This design comes from an exercise in tuning for a short achievable clock period and few clock cycles on the open sky130 flow, not from production work. Only simulation tests tie the RTL to the original design; equivalence was not proved. Power and IR drop assume default switching activity.

==> build 56: inputs <==
## fox_core
module fox_core (
    input  wire        clk,
    input  wire        rst,
    input  wire        start,
    input  wire [13:0] start_pc,      
    input  wire [3:0]  engine_id,
    input  wire [31:0] arg0,
    input  wire [31:0] arg1,
    input  wire [31:0] arg2,
    input  wire [31:0] arg3,
    output wire [13:0] imem_addr,
    input  wire [31:0] imem_rdata,
    output reg         dmem_en,
    output reg         dmem_we,
    output reg  [3:0]  dmem_be,
    output reg  [12:0] dmem_addr,
    output reg  [31:0] dmem_wdata,
    input  wire [31:0] dmem_rdata,
    output wire [2:0]  state,
    output reg  [3:0]  cause,
    output wire [15:0] fault_pc
);
    localparam [2:0] ST_IDLE    = 3'd0;
    localparam [2:0] ST_RUNNING = 3'd1;
    localparam [2:0] ST_HALTED  = 3'd3;
    localparam [2:0] ST_FAULTED = 3'd4;
    localparam [3:0] C_ILLEGAL  = 4'd1;
    localparam [3:0] C_ALIGN    = 4'd2;
    localparam [3:0] C_ADDRESS  = 4'd3;
    localparam [3:0] C_PC_RANGE = 4'd7;
    reg [2:0]  state_r;
  ...
==> flow/config.mk <==
export PLATFORM = sky130hd
export DESIGN_NAME = fox_core
export DESIGN_NICKNAME = fox_core
export VERILOG_FILES = /design/flow/design.v
export SDC_FILE = /design/flow/constraint.sdc
export NUM_CORES = 4
export LEC_CHECK = 0
export ABC_CLOCK_PERIOD_IN_PS = 2000
export CAP_MARGIN = 30
export CORE_MARGIN = 2
export CORE_UTILIZATION = 45
export SLEW_MARGIN = 30
export TNS_END_PERCENT = 5
==> flow/constraint.sdc <==
create_clock -name core_clock -period 20.0 [get_ports {clk}]
set_input_delay 4.0000 -clock core_clock [delete_from_list [all_inputs] [get_ports {clk}]]
set_output_delay 4.0000 -clock core_clock [all_outputs]
set_load 0.01 [all_outputs]
standard.sh (not shown) runs the stock make flow with config.mk's settings and CLKGATE_MAP_FILE= SYNTH_SCRIPT=/design/flow/synth_recipe.tcl, a recipe that flattens the netlist after the stock synthesis.
==> flow/flow/run.sh <==
#!/bin/bash
set -euo pipefail
bash standard.sh SETUP_SLACK_MARGIN=14.5 finish > standard_flow.log 2>&1
==> trial 34: changes against build 56 <==
--- a/flow/design.v
+++ b/flow/design.v
@@ -449,18 +449,12 @@
     wire start_ok = start && !running;
     wire e_adv    = !e_v || e_done;               
     wire r_go     = r_v && !r_hz && e_adv;          
     wire r_adv    = !r_v || r_go;                   
     wire lost     = !r_adv && sk_v && bus_v;
     reg  [13:0] fpc_next;
-    wire [5:0]  d_op    = imem_rdata[31:26];
-    wire        d_sp    = (d_op == 6'h26) || (d_op == 6'h21) ||
-                          (d_op[5:3] == 3'b100 && d_op[2:0] <= 3'd5 && imem_rdata[17]);
-    wire [13:0] d_tgt   = bus_pc + imem_rdata[13:0];
-    wire        d_redir = bus_v && !lost && !bus_hit && d_sp;
-    wire [13:0] d_pred  = d_redir ? d_tgt : fpc;
     wire wa_y = wa_en && (fx == r_fy);
     wire wa_b = wa_en && (fx == r_fb);
     wire wl_y = wl_en && (l2_dst == r_fy) && !wa_y;
     wire wl_b = wl_en && (l2_dst == r_fb) && !wa_b;
     wire wm_y = wm_en && (l2_dst == r_fy);
     wire wm_b = wm_en && (l2_dst == r_fb);
@@ -506,14 +500,12 @@
         else if (e_redirect)
             fpc_next = redirect_pc;
         else if (r_redir)
             fpc_next = r_next;
         else if (lost)
             fpc_next = bus_pc;
-        else if (d_redir)
-            fpc_next = d_tgt;
         else
             fpc_next = fpc_pred;
     end
     reg  end_pend;
     reg [2:0] fin_st;
     reg [3:0] fin_cause;
@@ -640,13 +632,13 @@
         end
         if (r_adv) begin
             r_ir <= nw;
             if (sk_v) begin
                 r_pc <= sk_pc; r_pred <= sk_pred; r_hit <= sk_hit;
             end else begin
-                r_pc <= bus_pc; r_pred <= d_pred; r_hit <= bus_hit;
+                r_pc <= bus_pc; r_pred <= fpc; r_hit <= bus_hit;
             end
             r_sp        <= n_sp;
             r_is_alu    <= n_is_alu;
             r_is_immop  <= n_is_immop;
             r_is_load   <= n_is_load;
             r_is_store  <= n_is_store;
@@ -667,13 +659,13 @@
                 r_sel_b[bi] <= (n_fb == bi[3:0]);
             end
         end
         if (r_adv ? sk_v : !sk_v) begin
             sk_ir   <= imem_rdata;
             sk_pc   <= bus_pc;
-            sk_pred <= d_pred;
+            sk_pred <= fpc;
             sk_hit  <= bus_hit;
         end
         if (r_redir && !r_go) begin
             r_pred <= r_next;
             r_hit  <= 1'b1;
         end
@@ -709,13 +701,13 @@
                 if (r_go) r_v <= 1'b0;
             end else begin
                 if (r_adv)
                     r_v <= sk_v | bus_v;
                 if (r_adv ? sk_v : !sk_v)
                     sk_v <= bus_v;
-                bus_v <= !lost && !d_redir;
+                bus_v <= !lost;
             end
         end
         end_pend <= 1'b0;
         if (start_ok) begin
             run_q   <= 1'b1;
             state_r <= ST_RUNNING;
==> run summary <==
Between build 56 and trial 34, the lower sequential share of layout area is in build 56 (gap 0.33 points). Of trial 34 and build 56, trial 34 has the higher worst setup slack (gap 0.18 ns). In trial 34 the power is larger than in build 56, by about 30%. Of build 56 and trial 34, build 56 has the higher worst hold slack (gap 0.00097 ns).
Testbench counts of build 56, summed over its fixed seeds: cycles 101,715.
Testbench counts of trial 34, summed over its fixed seeds: cycles 103,255.

[static timing again, ports no longer ideal]
In the flow no input, the clock included, has a driving cell. The finished layouts below were timed again as built, in two steps.
Step 1, drivers: a clkbuf_16 drives clk and a buf_2 each remaining input, both assumed.
Step 2 moves the port delays by t, midway between the first and last clock arrival at a register: inputs arrive t later, outputs are due t later. That takes back most of the time a late clock gives input paths.
Three values: ideal, step 1, step 2; two values: the first two.
run | t, ns | setup WS [ns] | hold slack, ns | worst slew at a driven data input, ns | cell pins on the clock port's net
build 56 | 1.031 | 13.944 / 13.886 / 13.012 | 0.330 / 0.330 / 0.330 | 0.10 | 1
trial 34 | 1.052 | 14.125 / 14.031 / 13.314 | 0.329 / 0.329 / 0.329 | 0.08 | 1
After both steps every run listed still meets setup and hold. For build 56, which loses most, drivers alone change the setup slack by -0.058 ns; drivers and shift together by -0.932 ns.
